This is an optimization exercise on Yosys and OpenROAD, whose aim is small area, not a production implementation.
The RTL was checked by simulation tests, not by an equivalence proof against the original design.
Power figures rest on the tool's default switching activity, not on a simulated workload. No driver is modelled on the clock port, so clocking that relies on it looks cheaper here than on a real chip.

try-umber:
Design tg_rx, start of the top module:
module tg_rx (
    input             clk,
    input             rst,
    input             cfg_ok,
    input      [15:0] own_unit,
    input      [15:0] src_rel,
    input      [15:0] src_zs,
    input      [15:0] src_den,
    input      [4:0]  seq_win,
    input             ms_tick,
    input             in_valid,
    input      [7:0]  in_data,
    input             in_last,
    input             in_net,
    output reg        out_valid,
    output reg [3:0]  out_code,
    output reg [1:0]  out_stream,
    output reg        out_net,
    output reg        out_open,
    output reg        out_match,
    output reg        out_mismatch,
    output reg        out_single,
    output     [31:0] out_seq,
    output     [23:0] out_pl,
    output     [2:0]  synced,
    output     [2:0]  pair_open,
    output reg [2:0]  tmo_single
);
For scale: about 730 flip-flops, roughly 160 I/O pins, roughly 28000 sq um of cells after synthesis.
export LEC_CHECK = 0
export CAP_MARGIN = 20
export CORE_MARGIN = 2
export CORE_UTILIZATION = 55
export PLACE_DENSITY = 0.7
export SLEW_MARGIN = 20
create_clock -name core_clock -period 10.0 [get_ports {clk}]
standard.sh (not shown) runs the stock make flow with config.mk's settings and CLKGATE_MAP_FILE= SYNTH_SCRIPT=/design/flow/synth_recipe.tcl, a recipe that flattens the netlist after the stock synthesis.
==> flow/flow/run.sh <==
#!/bin/bash
# The standard layout (standard.sh, unchanged synthesis, floorplan, power grid and
# routing), with two layout knobs that ORFS reads from the environment:
#  - the port buffers are the smallest buffer cell instead of the one buffer_ports picks;
#  - clock tree: clkbuf_8 buffers, sink clusters of up to 16 flip-flops within 80 um,
#    no dummy loads;
# make's output goes to standard.log; each ORFS step keeps its own log under orfs/logs/.
set -euo pipefail
export BUFFER_PORTS_ARGS="-buffer_cell sky130_fd_sc_hd__buf_1"
export CTS_ARGS="-sink_clustering_enable -repair_clock_nets -buf_list sky130_fd_sc_hd__clkbuf_8 -sink_clustering_size 16 -sink_clustering_max_diameter 80 -dont_use_dummy_load"
bash standard.sh > standard.log 2>&1
try-umber finished all stages; the layout is clean.
Input changes introduced in try-indigo (baseline for comparison: try-umber):
- changing CORE_UTILIZATION from 55 to 40
- changing PLACE_DENSITY from 0.7 to 0.6
==> flow/flow/run.sh <==
#!/bin/bash
# The standard layout (standard.sh, unchanged synthesis, floorplan, power grid and
# routing), with two layout knobs that ORFS reads from the environment:
#  - the port buffers are the smallest buffer cell instead of the one buffer_ports picks;
#  - clock tree: sink clusters of up to 32 flip-flops within 80 um, no dummy loads;
# make's output goes to standard.log; each ORFS step keeps its own log under orfs/logs/.
set -euo pipefail
export BUFFER_PORTS_ARGS="-buffer_cell sky130_fd_sc_hd__buf_1"
export CTS_ARGS="-sink_clustering_enable -repair_clock_nets -buf_list sky130_fd_sc_hd__clkbuf_4 -sink_clustering_size 10 -sink_clustering_max_diameter 40 -dont_use_dummy_load"
bash standard.sh > standard.log 2>&1
Findings:
- Diff try-umber -> try-indigo: total die area increased by 37% relative to the old numbers, register-to-register slack closely matched the old numbers.
- try-indigo vs try-umber, multi-input combinational area share went down by 0.29 points.
- Delta (try-indigo minus try-umber): power share of the clock group picked up an extra 0.8 points, floorplan die height climbed 17%.
- Between try-indigo and try-umber, it is try-indigo whose width of the chip is higher, by 39 microns.
- try-indigo — post-synthesis to final-layout area growth 1.6 points higher, try-umber as reference
- Diff try-umber..try-indigo | final hold violation count | unchanged
- Taking try-indigo over try-umber, the estimated wirelength of the detail-placed design ratio works out to 1.09.
- Sort try-indigo and try-umber by worst hold slack asc -> top: try-indigo
The inputs of try-delta differ from those of try-indigo as listed below.
--- a/flow/flow/run.sh
+++ b/flow/flow/run.sh
@@ -8,3 +8,3 @@
 export BUFFER_PORTS_ARGS="-buffer_cell sky130_fd_sc_hd__buf_1"
-export CTS_ARGS="-sink_clustering_enable -repair_clock_nets -buf_list sky130_fd_sc_hd__clkbuf_4 -sink_clustering_size 10 -sink_clustering_max_diameter 40 -dont_use_dummy_load"
+export CTS_ARGS="-sink_clustering_enable -repair_clock_nets -sink_clustering_size 32 -sink_clustering_max_diameter 80 -dont_use_dummy_load"
 bash standard.sh > standard.log 2>&1
Findings:
try-delta falls short of try-indigo in worst setup slack. try-indigo has lower power share of the clock group than try-delta. In the tables for try-indigo and try-delta, sequential share of layout area reads lower with try-delta. Summary: with try-indigo as the reference, number of nets in the final layout in try-delta moved down by a few percent. Going from try-indigo to try-delta, leakage power dropped 0.57%; global-route track usage on met3 fell 0.85 points. try-indigo → try-delta: register share of total power now smaller, power now larger.
## Diff of input files: try-tundra against try-delta
--- a/flow/flow/run.sh
+++ b/flow/flow/run.sh
@@ -8,3 +8,3 @@
 export BUFFER_PORTS_ARGS="-buffer_cell sky130_fd_sc_hd__buf_1"
-export CTS_ARGS="-sink_clustering_enable -repair_clock_nets -sink_clustering_size 32 -sink_clustering_max_diameter 80 -dont_use_dummy_load"
+export CTS_ARGS="-sink_clustering_enable -repair_clock_nets -sink_clustering_size 32 -sink_clustering_max_diameter 120 -dont_use_dummy_load"
 bash standard.sh > standard.log 2>&1
### Flow results
- Min total power across try-tundra and try-delta: try-tundra
- Diff try-tundra and try-delta: sequential share of layout area lower in try-delta
- try-tundra vs try-delta: number of clock buffers in the layout down in try-tundra
[inputs] try-juniper vs try-tundra
--- a/flow/flow/run.sh
+++ b/flow/flow/run.sh
@@ -8,3 +8,3 @@
 export BUFFER_PORTS_ARGS="-buffer_cell sky130_fd_sc_hd__buf_1"
-export CTS_ARGS="-sink_clustering_enable -repair_clock_nets -sink_clustering_size 32 -sink_clustering_max_diameter 120 -dont_use_dummy_load"
+export CTS_ARGS="-sink_clustering_enable -repair_clock_nets -buf_list sky130_fd_sc_hd__clkbuf_8 -sink_clustering_size 18 -sink_clustering_max_diameter 50 -dont_use_dummy_load"
 bash standard.sh > standard.log 2>&1
### Flow results
try-tundra -> try-juniper: sequential power flat
Setup slack after layout sits lower in try-juniper than in try-tundra.
Between try-tundra and try-juniper, power is higher for try-juniper, try-tundra comes in under that.
Compared with try-tundra, in try-juniper share of post-route cells with drive strength above 1 saw an increase, sequential share of layout area saw a decrease, largest stage delay on the critical path saw an increase.
Number of levels the H-tree was split into: try-tundra and try-juniper compared, higher one is try-juniper
The average via count per standard cell on try-tundra is in line with that on try-juniper.
[try-juniper] total track usage rose 0.52 points relative to try-tundra
## Diff of input files: try-onyx against try-juniper
- swapping 40 for 55 in CORE_UTILIZATION
- swapping 0.6 for 0.7 in PLACE_DENSITY
--- a/flow/flow/run.sh
+++ b/flow/flow/run.sh
@@ -8,3 +8,3 @@
 export BUFFER_PORTS_ARGS="-buffer_cell sky130_fd_sc_hd__buf_1"
-export CTS_ARGS="-sink_clustering_enable -repair_clock_nets -buf_list sky130_fd_sc_hd__clkbuf_8 -sink_clustering_size 18 -sink_clustering_max_diameter 50 -dont_use_dummy_load"
+export CTS_ARGS="-sink_clustering_enable -repair_clock_nets -buf_list sky130_fd_sc_hd__clkbuf_8 -sink_clustering_size 16 -sink_clustering_max_diameter 80 -dont_use_dummy_load"
 bash standard.sh > standard.log 2>&1
try-onyx: full flow OK, the timing, DRC and antenna checks passed
try-juniper and try-onyx ended up with nearly the same mean instance size in the synthesized netlist.
Number of buffers other than clock buffers in the final layout (try-onyx vs. try-juniper) decreases slightly
From try-juniper to try-onyx the numbers moved as follows: overall die area shrank by about 27%, met1 layer wirelength in the final routing shrank by 6.5%.

re-timing with driven ports:
Ports are ideal in the flow. The routed layouts listed here were re-timed in OpenROAD. Step 1 sets driving cells, clkbuf_16 on the clock port and buf_2 on the other inputs (assumed; they add their load-dependent delay and slew). Step 2, shift: input delay + t, output delay - t, t = (earliest + latest rising clock arrival at the registers) / 2. This alone moves slack from input paths to output paths. a / b / c = ideal / step 1 / step 2; a / b = the first two.
| run | t (ns) | slack for setup (ns) | slew at the worst register clock pin (ns) | cell pins on the clock port's net |
|---|---|---|---|---|
| try-umber | 0.706 | 5.065 / 5.065 / 4.452 | 0.11 / 0.11 | 1 |
| try-indigo | 0.882 | 5.026 / 5.062 / 4.180 | 0.11 / 0.11 | 1 |
| try-delta | 0.600 | 4.808 / 4.848 / 4.248 | 0.12 / 0.12 | 1 |
| try-tundra | 0.637 | 4.840 / 4.881 / 4.244 | 0.12 / 0.12 | 1 |
| try-juniper | 0.696 | 4.832 / 4.870 / 4.175 | 0.11 / 0.11 | 1 |
| try-onyx | 0.706 | 5.065 / 5.065 / 4.452 | 0.11 / 0.11 | 1 |
After both steps every run listed still meets setup and hold. For try-indigo, which loses most, drivers alone change the setup slack by +0.036 ns; drivers and shift together by -0.846 ns.
